Background: an optimization exercise with open tools, aiming at small area, a short achievable clock period and few clock cycles. Do not read the settings as production practice.
The RTL was checked by simulation tests, not by an equivalence proof against the original design.

--- flow/run.sh ---
#!/bin/bash
# synth_recipe.tcl (not shown) runs the flow's synth.tcl, then flattens the netlist and writes it again
# the make line also repeats each setting of config.mk as NAME=value (left out here)
make -C /OpenROAD-flow-scripts/flow DESIGN_CONFIG=/design/flow/config.mk WORK_HOME=/design/flow/orfs CLKGATE_MAP_FILE= SYNTH_SCRIPT=/design/flow/synth_recipe.tcl finish
--- flow/config.mk ---
export PLATFORM = sky130hd
export DESIGN_NAME = gcm_top
export DESIGN_NICKNAME = gcm_top
export VERILOG_FILES = /design/flow/design.v
export SDC_FILE = /design/flow/constraint.sdc
export NUM_CORES = 8
export LEC_CHECK = 0
export CAP_MARGIN = 20
export CORE_MARGIN = 2
export CORE_UTILIZATION = 40
export SLEW_MARGIN = 20
--- flow/constraint.sdc ---
create_clock -name core_clock -period 11.0 [get_ports {clk}]
set_input_delay 2.2000 -clock core_clock [delete_from_list [all_inputs] [get_ports {clk}]]
set_output_delay 2.2000 -clock core_clock [all_outputs]
set_load 0.01 [all_outputs]
--- flow/design.v ---
module aes_sbox (
    input  wire [7:0] a,
    output wire [7:0] y
);
    wire U0, U1, U2, U3, U4, U5, U6, U7;
    assign {U0, U1, U2, U3, U4, U5, U6, U7} = a;
    wire T1, T2, T3, T4, T5, T6, T7, T8, T9, T10, T11, T12;
    wire T13, T14, T15, T16, T17, T18, T19, T20, T21, T22, T23, T24;
    wire T25, T26, T27, M1, M2, M3, M4, M5, M6, M7, M8, M9;
    wire M10, M11, M12, M13, M14, M15, M16, M17, M18, M19, M20, M21;
    wire M22, M23, M24, M25, M26, M27, M28, M29, M30, M31, M32, M33;
    wire M34, M35, M36, M37, M38, M39, M40, M41, M42, M43, M44, M45;
    wire M46, M47, M48, M49, M50, M51, M52, M53, M54, M55, M56, M57;
    wire M58, M59, M60, M61, M62, M63, L0, L1, L2, L3, L4, L5;
    wire L6, L7, L8, L9, L10, L11, L12, L13, L14, L15, L16, L17;
    wire L18, L19, L20, L21, L22, L23, L24, L25, L26, L27, L28, L29;
    wire S0, S1, S2, S3, S4, S5, S6, S7;
    assign T1 = U0 ^ U3;
    assign T2 = U0 ^ U5;
    assign T3 = U0 ^ U6;
    assign T4 = U3 ^ U5;
    assign T5 = U4 ^ U6;
    assign T6 = T1 ^ T5;
    assign T7 = U1 ^ U2;
    assign T8 = U7 ^ T6;
    assign T9 = U7 ^ T7;
    assign T10 = T6 ^ T7;
    assign T11 = U1 ^ U5;
    assign T12 = U2 ^ U5;
    assign T13 = T3 ^ T4;
    assign T14 = T6 ^ T11;
    assign T15 = T5 ^ T11;
    assign T16 = T5 ^ T12;
    assign T17 = T9 ^ T16;
    assign T18 = U3 ^ U7;
    assign T19 = T7 ^ T18;
    assign T20 = T1 ^ T19;
    assign T21 = U6 ^ U7;
    assign T22 = T7 ^ T21;
    assign T23 = T2 ^ T22;
    assign T24 = T2 ^ T10;
    assign T25 = T20 ^ T17;
    assign T26 = T3 ^ T16;
    assign T27 = T1 ^ T12;
    assign M1 = T13 & T6;
    assign M2 = T23 & T8;
    assign M3 = T14 ^ M1;
    assign M4 = T19 & U7;
    assign M5 = M4 ^ M1;
    assign M6 = T3 & T16;
    assign M7 = T22 & T9;
    assign M8 = T26 ^ M6;
    assign M9 = T20 & T17;
    assign M10 = M9 ^ M6;
    assign M11 = T1 & T15;
    assign M12 = T4 & T27;
    assign M13 = M12 ^ M11;
    assign M14 = T2 & T10;
    assign M15 = M14 ^ M11;
    assign M16 = M3 ^ M2;
    assign M17 = M5 ^ T24;
    assign M18 = M8 ^ M7;
    assign M19 = M10 ^ M15;
    assign M20 = M16 ^ M13;
    assign M21 = M17 ^ M15;
    assign M22 = M18 ^ M13;
    assign M23 = M19 ^ T25;
    assign M24 = M22 ^ M23;
    assign M25 = M22 & M20;
    assign M26 = M21 ^ M25;
    assign M27 = M20 ^ M21;
    assign M28 = M23 ^ M25;
    assign M29 = M28 & M27;
    assign M30 = M26 & M24;
    assign M31 = M20 & M23;
    assign M32 = M27 & M31;
    assign M33 = M27 ^ M25;
    assign M34 = M21 & M22;
    assign M35 = M24 & M34;
    assign M36 = M24 ^ M25;
    assign M37 = M21 ^ M29;
    assign M38 = M32 ^ M33;
    assign M39 = M23 ^ M30;
    assign M40 = M35 ^ M36;
    assign M41 = M38 ^ M40;
    assign M42 = M37 ^ M39;
    assign M43 = M37 ^ M38;
    assign M44 = M39 ^ M40;
    assign M45 = M42 ^ M41;
    assign M46 = M44 & T6;
    assign M47 = M40 & T8;
    assign M48 = M39 & U7;
    assign M49 = M43 & T16;
    assign M50 = M38 & T9;
    assign M51 = M37 & T17;
    assign M52 = M42 & T15;
    assign M53 = M45 & T27;
    assign M54 = M41 & T10;
    assign M55 = M44 & T13;
    assign M56 = M40 & T23;
    assign M57 = M39 & T19;
    assign M58 = M43 & T3;
    assign M59 = M38 & T22;
    assign M60 = M37 & T20;
    assign M61 = M42 & T1;
    assign M62 = M45 & T4;
    assign M63 = M41 & T2;
    assign L0 = M61 ^ M62;
    assign L1 = M50 ^ M56;
    assign L2 = M46 ^ M48;
    assign L3 = M47 ^ M55;
    assign L4 = M54 ^ M58;
    assign L5 = M49 ^ M61;
    assign L6 = M62 ^ L5;
    assign L7 = M46 ^ L3;
    assign L8 = M51 ^ M59;
    assign L9 = M52 ^ M53;
    assign L10 = M53 ^ L4;
    assign L11 = M60 ^ L2;
    assign L12 = M48 ^ M51;
    assign L13 = M50 ^ L0;
    assign L14 = M52 ^ M61;
    assign L15 = M55 ^ L1;
    assign L16 = M56 ^ L0;
    assign L17 = M57 ^ L1;
    assign L18 = M58 ^ L8;
    assign L19 = M63 ^ L4;
    assign L20 = L0 ^ L1;
    assign L21 = L1 ^ L7;
    assign L22 = L3 ^ L12;
    assign L23 = L18 ^ L2;
    assign L24 = L15 ^ L9;
    assign L25 = L6 ^ L10;
    assign L26 = L7 ^ L9;
    assign L27 = L8 ^ L10;
    assign L28 = L11 ^ L14;
    assign L29 = L11 ^ L17;
    assign S0 = L6 ^ L24;
    assign S1 = ~(L16 ^ L26);
    assign S2 = ~(L19 ^ L28);
    assign S3 = L6 ^ L21;
    assign S4 = L20 ^ L22;
    assign S5 = L25 ^ L29;
    assign S6 = ~(L13 ^ L27);
    assign S7 = ~(L6 ^ L23);
    assign y = {S0, S1, S2, S3, S4, S5, S6, S7};
endmodule
module aes_ring #(parameter TW = 3) (
    input  wire          clk,
    input  wire          rst,
    output wire          free,        
    input  wire          ins_v,
    input  wire [127:0]  ins_blk,     
    input  wire [255:0]  ins_key,     
    input  wire [TW-1:0] ins_tag,
    output wire          out_v,       
    output wire [127:0]  out_blk,
    output wire [TW-1:0] out_tag
);
    reg [127:0]  st  [0:6];
    reg [255:0]  kw  [0:6];
    reg          v   [0:6];
    reg          ps  [0:6];
    reg [TW-1:0] tg  [0:6];
    wire recirc = v[6] & ~ps[6];
    assign free    = ~recirc;
    assign out_v   = v[6] & ps[6];
    assign out_blk = st[6];
    assign out_tag = tg[6];
    function [7:0] xt(input [7:0] b);
        xt = {b[6:0], 1'b0} ^ (b[7] ? 8'h1b : 8'h00);
    endfunction
    function [127:0] shift_rows(input [127:0] s);
        integer r, c;
        begin
            for (c = 0; c < 4; c = c + 1)
                for (r = 0; r < 4; r = r + 1)
                    shift_rows[127 - 8*(4*c + r) -: 8] = s[127 - 8*(4*((c + r) % 4) + r) -: 8];
        end
    endfunction
    function [127:0] mix_columns(input [127:0] s);
        integer c;
        reg [7:0] a0, a1, a2, a3, t;
        begin
            for (c = 0; c < 4; c = c + 1) begin
                a0 = s[127 - 32*c -: 8];
                a1 = s[119 - 32*c -: 8];
                a2 = s[111 - 32*c -: 8];
                a3 = s[103 - 32*c -: 8];
                mix_columns[127 - 32*c -: 8] = xt(a0 ^ a1) ^ a1 ^ (a2 ^ a3);
                mix_columns[119 - 32*c -: 8] = xt(a1 ^ a2) ^ a2 ^ (a3 ^ a0);
                mix_columns[111 - 32*c -: 8] = xt(a2 ^ a3) ^ a3 ^ (a0 ^ a1);
                mix_columns[103 - 32*c -: 8] = xt(a3 ^ a0) ^ a0 ^ (a1 ^ a2);
            end
        end
    endfunction
    genvar s, i;
    generate
        for (s = 0; s < 7; s = s + 1) begin : g_st
            wire [127:0]  in_st;
            wire [255:0]  in_kw;
            wire          in_v, in_ps;
            wire [TW-1:0] in_tg;
            if (s == 0) begin : g_in0
                assign in_st = recirc ? st[6] : ins_blk;
                assign in_kw = recirc ? kw[6] : ins_key;
                assign in_v  = recirc | ins_v;
                assign in_ps = recirc;
                assign in_tg = recirc ? tg[6] : ins_tag;
            end else begin : g_in
                assign in_st = st[s-1];
                assign in_kw = kw[s-1];
                assign in_v  = v[s-1];
                assign in_ps = ps[s-1];
                assign in_tg = tg[s-1];
            end
            wire [127:0] sub;
            for (i = 0; i < 16; i = i + 1) begin : g_sb
                aes_sbox u_sb (.a(in_st[127 - 8*i -: 8]), .y(sub[127 - 8*i -: 8]));
            end
            wire [127:0] sr = shift_rows(sub);
            wire [127:0] rnd;
            if (s == 6) begin : g_last
                assign rnd = in_ps ? sr : mix_columns(sr);    
            end else begin : g_mid
                assign rnd = mix_columns(sr);
            end
            wire [127:0] out_st = rnd ^ in_kw[127:0];
            wire [31:0] sw;
            for (i = 0; i < 4; i = i + 1) begin : g_ksb
                aes_sbox u_ksb (.a(in_kw[8*i +: 8]), .y(sw[8*i +: 8]));
            end
            wire [31:0] sw_rot = {sw[23:0], sw[31:24]};
            localparam [7:0] RC0 = 8'h01 << ((s + 2) / 2 - 1);
            localparam [7:0] RC1 = 8'h01 << ((s + 9) / 2 - 1);
            wire [31:0] t0 = (s % 2 == 0) ? (sw_rot ^ {RC0, 24'h0}) : sw;
            wire [31:0] t1 = (s % 2 == 1) ? (sw_rot ^ {RC1, 24'h0}) : sw;
            wire [31:0] t  = (s == 6) ? t0 : (in_ps ? t1 : t0);
            wire [31:0] w0 = in_kw[255:224], w1 = in_kw[223:192], w2 = in_kw[191:160], w3 = in_kw[159:128];
            wire [31:0] w01 = w0 ^ w1;
            wire [31:0] n0 = w0 ^ t;
            wire [31:0] n1 = w01 ^ t;
            wire [31:0] n2 = (w01 ^ w2) ^ t;
            wire [31:0] n3 = (w01 ^ (w2 ^ w3)) ^ t;
            always @(posedge clk) begin
                st[s] <= out_st;
                kw[s] <= {in_kw[127:0], n0, n1, n2, n3};
                ps[s] <= in_ps;
                tg[s] <= in_tg;
                if (rst) v[s] <= 1'b0;
                else     v[s] <= in_v;
            end
        end
    endgenerate
endmodule
module gcm_top (
    input  wire         clk,
    input  wire         rst,
    input  wire         cmd_valid,
    output wire         cmd_ready,
    input  wire [2:0]   cmd_op,
    input  wire [255:0] cmd_data,
    input  wire [4:0]   cmd_nbytes,
    output reg          out_valid,
    output reg          out_tag,
    output reg  [127:0] out_data
);
    localparam OP_KEY = 3'd0, OP_START = 3'd1, OP_AAD = 3'd2, OP_TEXT = 3'd3, OP_FINISH = 3'd4;
    localparam D = 13;                  
    localparam K_CTR = 2'd0, K_J0 = 2'd1, K_H = 2'd2;
    reg         s1_v;
    reg [2:0]   s1_op;
    reg [255:0] s1_d;
    reg [4:0]   s1_n;
    reg [255:0] key;
    reg [95:0]  ivk;           
    reg [31:0]  ctr;           
    reg         decrypt;
    reg         hq, jq;        
    reg         h_fly, j_fly;  
    reg         h_ok, ej0_ok;
    reg [127:0] h, ej0;
    reg         spec;          
    reg         ep;            
    reg [3:0]   fly;           
    reg [3:0]   cnt, rd, wr;   
    reg [127:0] ks [0:D-1];
    reg [56:0]  len_a;         
    reg [60:0]  len_c;         
    reg [127:0] gin;
    reg         gin_v, gin_fin;
    reg [127:0] y;
    reg         yclr, tagp;
    wire is_key  = s1_op == OP_KEY;
    wire is_st   = s1_op == OP_START;
    wire is_aad  = s1_op == OP_AAD;
    wire is_text = s1_op == OP_TEXT;
    wire is_fin  = s1_op == OP_FINISH;
    wire can = is_key  ? (~hq & ~h_fly) :
               is_st   ? (~jq & ~j_fly) :
               is_aad  ? h_ok :
               is_text ? (h_ok & (cnt != 4'd0) & ~tagp) :
               is_fin  ? (h_ok & ej0_ok) : 1'b1;
    wire take = s1_v & can;
    assign cmd_ready = ~s1_v | can;
    wire t_key  = take & is_key;
    wire t_st   = take & is_st;
    wire t_aad  = take & is_aad;
    wire t_text = take & is_text;
    wire t_fin  = take & is_fin;
    wire         r_free, r_ov;
    wire [127:0] r_out;
    wire [2:0]   r_otag;
    wire ins_h   = hq;
    wire ins_j   = ~hq & jq;
    wire ins_c   = ~hq & ~jq & spec & ({1'b0, cnt} + {1'b0, fly} < D) & ~t_st;
    wire ins_v   = ins_h | ins_j | ins_c;
    wire do_ins  = ins_v & r_free;
    wire [95:0]  ins_hi = ins_h ? key[255:160] : ivk;
    wire [31:0]  ins_lo = (ins_h ? 32'd0 : ins_j ? 32'd1 : ctr) ^ key[159:128];
    wire [2:0]   ins_tag = {ep, ins_h ? K_H : ins_j ? K_J0 : K_CTR};
    aes_ring #(.TW(3)) u_ring (
        .clk(clk), .rst(rst), .free(r_free), .ins_v(ins_v), .ins_blk({ins_hi, ins_lo}),
        .ins_key(key), .ins_tag(ins_tag), .out_v(r_ov), .out_blk(r_out), .out_tag(r_otag)
    );
    wire o_h   = r_ov & (r_otag[1:0] == K_H);
    wire o_j   = r_ov & (r_otag[1:0] == K_J0);
    wire o_c   = r_ov & (r_otag[1:0] == K_CTR) & (r_otag[2] == ep);
    wire push  = o_c & ~t_st;
    function [127:0] byte_mask(input [4:0] n);
        integer k;
        begin
            for (k = 0; k < 16; k = k + 1)
                byte_mask[127 - 8*k -: 8] = (k < n) ? 8'hFF : 8'h00;
        end
    endfunction
    wire [4:0]   n_eff = (s1_n == 5'd0 || s1_n > 5'd16) ? 5'd16 : s1_n;
    wire [127:0] tmask = byte_mask(n_eff);
    wire [127:0] kstr  = ks[rd];
    wire [127:0] ctext = (s1_d[127:0] ^ kstr) & tmask;
    wire [127:0] ptext = s1_d[127:0] & tmask;
    wire [127:0] gm;
    gf128_mul u_mul (.a(y ^ gin), .b(h), .z(gm));
    integer q;
    always @(posedge clk) begin
        if (cmd_ready) begin
            s1_op <= cmd_op;
            s1_d  <= cmd_data;
            s1_n  <= cmd_nbytes;
        end
        if (t_key) key <= s1_d;
        if (t_st) begin
            ivk     <= s1_d[95:0] ^ key[255:160];
            decrypt <= s1_d[96];
        end
        if (t_st)
            ctr <= 32'd2;
        else if (do_ins & ins_c)
            ctr <= ctr + 32'd1;
        if (push) ks[wr] <= r_out;
        if (o_h) h <= r_out;
        if (o_j) ej0 <= r_out;
        gin_fin <= t_fin;
        if (t_aad)  gin <= s1_d[127:0];
        if (t_text) gin <= decrypt ? ptext : ctext;
        if (t_fin)  gin <= {len_a, 7'd0, len_c, 3'd0};
        if (t_st) begin
            len_a <= 57'd0;
            len_c <= 61'd0;
        end else begin
            if (t_aad)  len_a <= len_a + 57'd1;
            if (t_text) len_c <= len_c + {56'd0, n_eff};
        end
        if (gin_v)     y <= gm;
        else if (yclr) y <= 128'd0;
        if (t_text)    out_data <= ctext;
        else if (tagp) out_data <= y ^ ej0;
        out_tag <= tagp;
        if (rst) begin
            s1_v      <= 1'b0;
            hq        <= 1'b0;
            jq        <= 1'b0;
            h_fly     <= 1'b0;
            j_fly     <= 1'b0;
            h_ok      <= 1'b0;
            ej0_ok    <= 1'b0;
            spec      <= 1'b0;
            ep        <= 1'b0;
            fly       <= 4'd0;
            cnt       <= 4'd0;
            rd        <= 4'd0;
            wr        <= 4'd0;
            gin_v     <= 1'b0;
            yclr      <= 1'b0;
            tagp      <= 1'b0;
            out_valid <= 1'b0;
        end else begin
            if (cmd_ready) s1_v <= cmd_valid;
            if (t_key) hq <= 1'b1;
            else if (do_ins & ins_h) hq <= 1'b0;
            if (t_st) jq <= 1'b1;
            else if (do_ins & ins_j) jq <= 1'b0;
            if (do_ins & ins_h) h_fly <= 1'b1;
            else if (o_h) h_fly <= 1'b0;
            if (do_ins & ins_j) j_fly <= 1'b1;
            else if (o_j) j_fly <= 1'b0;
            if (t_key) h_ok <= 1'b0;
            else if (o_h) h_ok <= 1'b1;
            if (t_st) ej0_ok <= 1'b0;
            else if (o_j) ej0_ok <= 1'b1;
            if (t_st) spec <= 1'b1;
            else if (t_fin) spec <= 1'b0;
            if (t_st) ep <= ~ep;
            if (t_st)
                fly <= 4'd0;
            else
                fly <= fly + {3'd0, do_ins & ins_c} - {3'd0, o_c};
            if (t_st) begin
                cnt <= 4'd0;
                rd  <= wr;
            end else begin
                cnt <= cnt + {3'd0, push} - {3'd0, t_text};
                if (push)   wr <= (wr == D - 1) ? 4'd0 : wr + 4'd1;
                if (t_text) rd <= (rd == D - 1) ? 4'd0 : rd + 4'd1;
            end
            gin_v <= t_aad | t_text | t_fin;
            yclr  <= t_st;
            tagp  <= gin_v & gin_fin;
            out_valid <= t_text | tagp;
        end
    end
endmodule
module clmul #(parameter N = 128) (
    input  wire [N-1:0]   a,
    input  wire [N-1:0]   b,
    output wire [2*N-2:0] p
);
    generate
        if (N <= 8) begin : g_school
            reg [2*N-2:0] r;
            integer i, j;
            always @(*) begin
                r = {(2*N-1){1'b0}};
                for (i = 0; i < N; i = i + 1)
                    for (j = 0; j < N; j = j + 1)
                        r[i+j] = r[i+j] ^ (a[i] & b[j]);
            end
            assign p = r;
        end else begin : g_kara
            localparam H = N / 2;
            wire [2*H-2:0] p0, p1, p2;
            clmul #(H) u_lo  (.a(a[H-1:0]), .b(b[H-1:0]), .p(p0));
            clmul #(H) u_hi  (.a(a[N-1:H]), .b(b[N-1:H]), .p(p2));
            clmul #(H) u_mid (.a(a[H-1:0] ^ a[N-1:H]), .b(b[H-1:0] ^ b[N-1:H]), .p(p1));
            wire [2*H-2:0] m = p1 ^ (p0 ^ p2);
            assign p = {p2, 1'b0, p0} ^ {{(H-1){1'b0}}, m, {H{1'b0}}};
        end
    endgenerate
endmodule
module gf128_mul (
    input  wire [127:0] a,
    input  wire [127:0] b,
    output wire [127:0] z
);
    wire [127:0] ar, br, zr;
    wire [254:0] p;
    genvar i;
    generate
        for (i = 0; i < 128; i = i + 1) begin : g_rev
            assign ar[i] = a[127 - i];
            assign br[i] = b[127 - i];
            assign z[127 - i] = zr[i];
        end
    endgenerate
    clmul #(128) u_mul (.a(ar), .b(br), .p(p));
    wire [126:0] hi = p[254:128];
    wire [133:0] f  = ({7'b0, hi} ^ {6'b0, hi, 1'b0}) ^ ({5'b0, hi, 2'b0} ^ {hi, 7'b0});
    wire [5:0]   g  = f[133:128];
    wire [12:0]  gf = ({7'b0, g} ^ {6'b0, g, 1'b0}) ^ ({5'b0, g, 2'b0} ^ {g, 7'b0});
    assign zr = (p[127:0] ^ f[127:0]) ^ {115'b0, gf};
endmodule
==> flow_summary_export.csv <==
group,metric,value,unit
synth,synth_area,534000,µm²
global_routing,grt-ovfl-total,0,
synth,synth_fa_ha_area_share,0.982,%
place,hpwlAfterDp,2310,mm
route,antenna_left,0,
clocking,cts_num_sinks,5829,
timing,layout_min_cycle_time,9.03,ns
synth,synth.distinct_cells,144,
synth,synth_top_cell_area_share,25.0,%
synth,syn_inst,59000,
route,wire_per_inst,36.2,µm
synth,synth_simple_gate_area_share,12.5,%
timing,hold_viol,0,
critical_path,crit_arrival,10.04,ns
timing,finalCritPeriodShare,82.1,%
synth,ys_seq_elements,5829,
critical_path,crit_required,12.01,ns
route,num_vias,464000,
clocking,cts_setup_buffers,0,
global_routing,grt_max_degree,115,
place,place_inst,76600,
hold_path,hold_path.class,"register to register",
critical_path,worstSetupPathType,"register to register",
die,die_height,1.16,mm
synth,synth_compound_area_share,11.1,%
critical_path,worst_path_max_delay_cell,"dfxtp_4",
place,routabilityCongestion,1.15,
synth,post-synth-top-count-cell,"xnor2_1",
global_routing,grt_pass1_wl,3760,mm
synth,avgSynthCellArea,9.05,µm²
global_routing,antenna_found_initial,551,
synth,synthTopCellsByCount,"15.3k x xnor2_1, 7522 x nor2_1, 5733 x xor2_1",
timing,setup_tns,0,ns
outcome,check.faults,"max-capacitance violations, max-slew violations",
route,drt_first_pass_iters,8,
final_layout,final_nets,60200,
critical_path,crit_fanout,44,
final_layout,fin_cells,79000,
synth,synth.area.top_cells,"xnor2_1 25%, edfxtp_1 16%, dfxtp_1 11%",
synth,yosysSeqAreaShare,27.3,%
global_routing,grt_util_all_layers,40.8,%
clocking,ctsResizeCount,0,
critical_path,cp.buffers_inverters,2,
critical_path,crit_top_cell,"xnor3_1",
timing,fin_worst_skew,0.137,ns
route,drtIter0Drc,61800,
synth,synth.largest_area_cell,"xnor2_1",
job,cap_violations,3,
die,die_area,1340000,µm²
clocking,cts.htree.levels,6,
clocking,root_buffer,"clkbuf_16",
die,die-width,1.16,mm
route,drc,0,
critical_path,critPathMaxStageDelay,0.80,ns
timing,fmax,0.111,GHz
final_layout,post_route_cells_drive_above_1_share,8.77,%
clocking,clk_pin_slew_worst_paths,0.06,ns
clocking,clock_latency,1.26,ns
synth,synth-async-reset-ratio,0,%
timing,setup_viol,0,
critical_path,worstSetupEndpointType,"register",
synth,ys.warnings.count,8,
die,coreArea,1330000,µm²
clocking,cts_buffers,681,
clocking,cts.path.max_buffers,5,
timing,tightest_slew,1.96,ns
synth,synth_top_family_by_area,"XOR/XNOR gates",
clocking,cts_tree,"built",
outcome,status,"finished with violations",
die,initial_core_util,40.1,%
die,ios,398,
place,io_buffers,397,
global_routing,first_global_vias,420000,
synth,synth_nets,59600,
critical_path,startpoint_type,"register",
critical_path,path_cells,"buf_12 -> buf_4 -> mux2_2 -> mux2i_1 -> xnor3_1 -> xnor2_1 -> ha_1 -> xor2_1 -> and3_1 -> a211oi_1 -> or2_2 -> nand2_1 -> o211ai_1 -> and2b_1 -> xor3_1 -> xor2_2 -> xnor2_1 -> xnor2_2 -> xnor3_1 -> xnor3_1",
synth,synth-main-ff-cell,"dfxtp_1",
critical_path,crit_family,"XOR/XNOR gates",
die,rows,424,
timing,report.final.slew_viol_count,21,
timing,slew_headroom,-31.7,%
synth,muxShareOfSynthArea,4.45,%
synth,synth-xor-area-share,41.0,%
clocking,hold_buffers,0,
route,viasPerCell,5.88,
timing,grt_setup_unrepaired,"false",
synth,synth_edf_count,2911,
route,wl,2860,mm
final_layout,area_growth,11.9,%
## worst register-to-register path, delay by kind of cell (launching register included)
family / cells / cell delay (ns)
AND/OR/NAND/NOR: 4 / 1.02
adder cells (fa/ha/maj): 1 / 0.35
buffers and inverters: 2 / 0.89
XOR/XNOR: 9 / 3.97
AO/OA/AOI/OAI: 2 / 0.89
flip-flops: 1 / 0.80
multiplexers: 2 / 0.93
## state kept, by name (all words and copies together) (netlist names), 5 cells and up, named ones only
register,flops
u_ring.kw,1792
ks,1664
u_ring.st,896
key,256
s1_d,256
ej0,128
gin,128
h,128
out_data,128
y,128
ivk,96
len_c,61
len_a,57
ctr,32
u_ring.tg,21
u_ring.ps,7
u_ring.v,7
s1_n,5
## cells by family after synthesis
logic type,after synthesis
XOR/XNOR,22600
AND/OR/NAND/NOR,15700
AO/OA/AOI/OAI,9145
flip-flops,5829
buffers and inverters,3601
multiplexers,1745
adder cells (fa/ha/maj),443
## path summary, 6_finish.rpt
kind	cells past startpoint	slack, ns	end	from
worst max-delay path	20	1.97	u_ring.st[0][68]$_DFF_P_	hq$_SDFFE_PP0P_
worst min-delay path	0	0.32	u_ring.tg[5][1]$_DFF_P_	u_ring.tg[4][1]$_DFF_P_
worst max register to register	20	1.97	u_ring.st[0][68]$_DFF_P_	hq$_SDFFE_PP0P_
worst min register to register	0	0.32	u_ring.tg[5][1]$_DFF_P_	u_ring.tg[4][1]$_DFF_P_
## through the flow
step           setup slack (ns)  utilization, %  hold WS, ns  cell area, µm²
6_report                   1.97            44.9        0.325          597000
5_1_grt                    1.83            44.8        0.332          596000
4_1_cts                    2.18            44.6        0.325          594000
3_5_place_dp               2.27            42.8        0.312          570000
3_3_place_gp               2.31            42.8        0.311          570000
2_1_floorplan             0.444               -        0.310          534000
## metal layers
layer | up-vias | track usage [%] | routed length, µm
met4 | 154 | 42.9 | 362000
met3 | 7420 | 12.2 | 296000
met1 | 226000 | 47.0 | 1030000
met5 | - | 0.462 | 1920
li1 | 203000 | - | -
met2 | 27700 | 58.1 | 1170000
## cell type report
| cell class | count | area (µm²) |
|---|---|---|
| Antenna cell | 1137 | 2850 |
| Multi-Input combinational cell | 49600 | 378000 |
| Clock inverter | 373 | 4780 |
| Inverter | 803 | 3050 |
| Sequential cell | 5829 | 146000 |
| Fill cell | 130000 | 735000 |
| Timing Repair Buffer | 2703 | 21800 |
| Tap cell | 17700 | 22100 |
| Clock buffer | 886 | 18700 |
## cell usage in the layout, fill, tap and decap left out, types with 408 or more instances in the layout
master         n
xnor2_1    15000
nor2_1      7517
xor2_1      5620
nand2_1     4484
edfxtp_1    2911
dfxtp_1     2828
a21oi_1     2277
buf_4       2254
o21ai_0     2028
xnor3_1     1188
diode_2     1137
mux2i_1      945
inv_1        782
nor3_1       747
nand3_1      718
clkbuf_16    693
o22ai_1      652
a211oi_1     483
mux4_2       421
nor2b_1      408
Testbench counts, summed over its fixed seeds: cycles 2,735.

==> port drivers added, routing unchanged <==
The flow's constraints put no driver on any port. The routed layout listed below was extracted and timed again, unchanged, in two steps.
Step 1, drivers: a clkbuf_16 drives clk and a buf_2 each remaining input, both assumed.
Step 2 also shifts input and output timing later by t, the mid clock arrival at the registers, as if the neighbouring blocks saw the same clock.
Three values: no drivers, after step 1, after step 2; two values: the first two.
t (ns): 1.389
setup slack, ns: 1.970 / 1.970 / 1.970
latest minus earliest clock arrival (ns): 0.159 / 0.159
For this run, drivers alone change the setup slack by 0.000 ns; drivers and shift together by 0.000 ns.
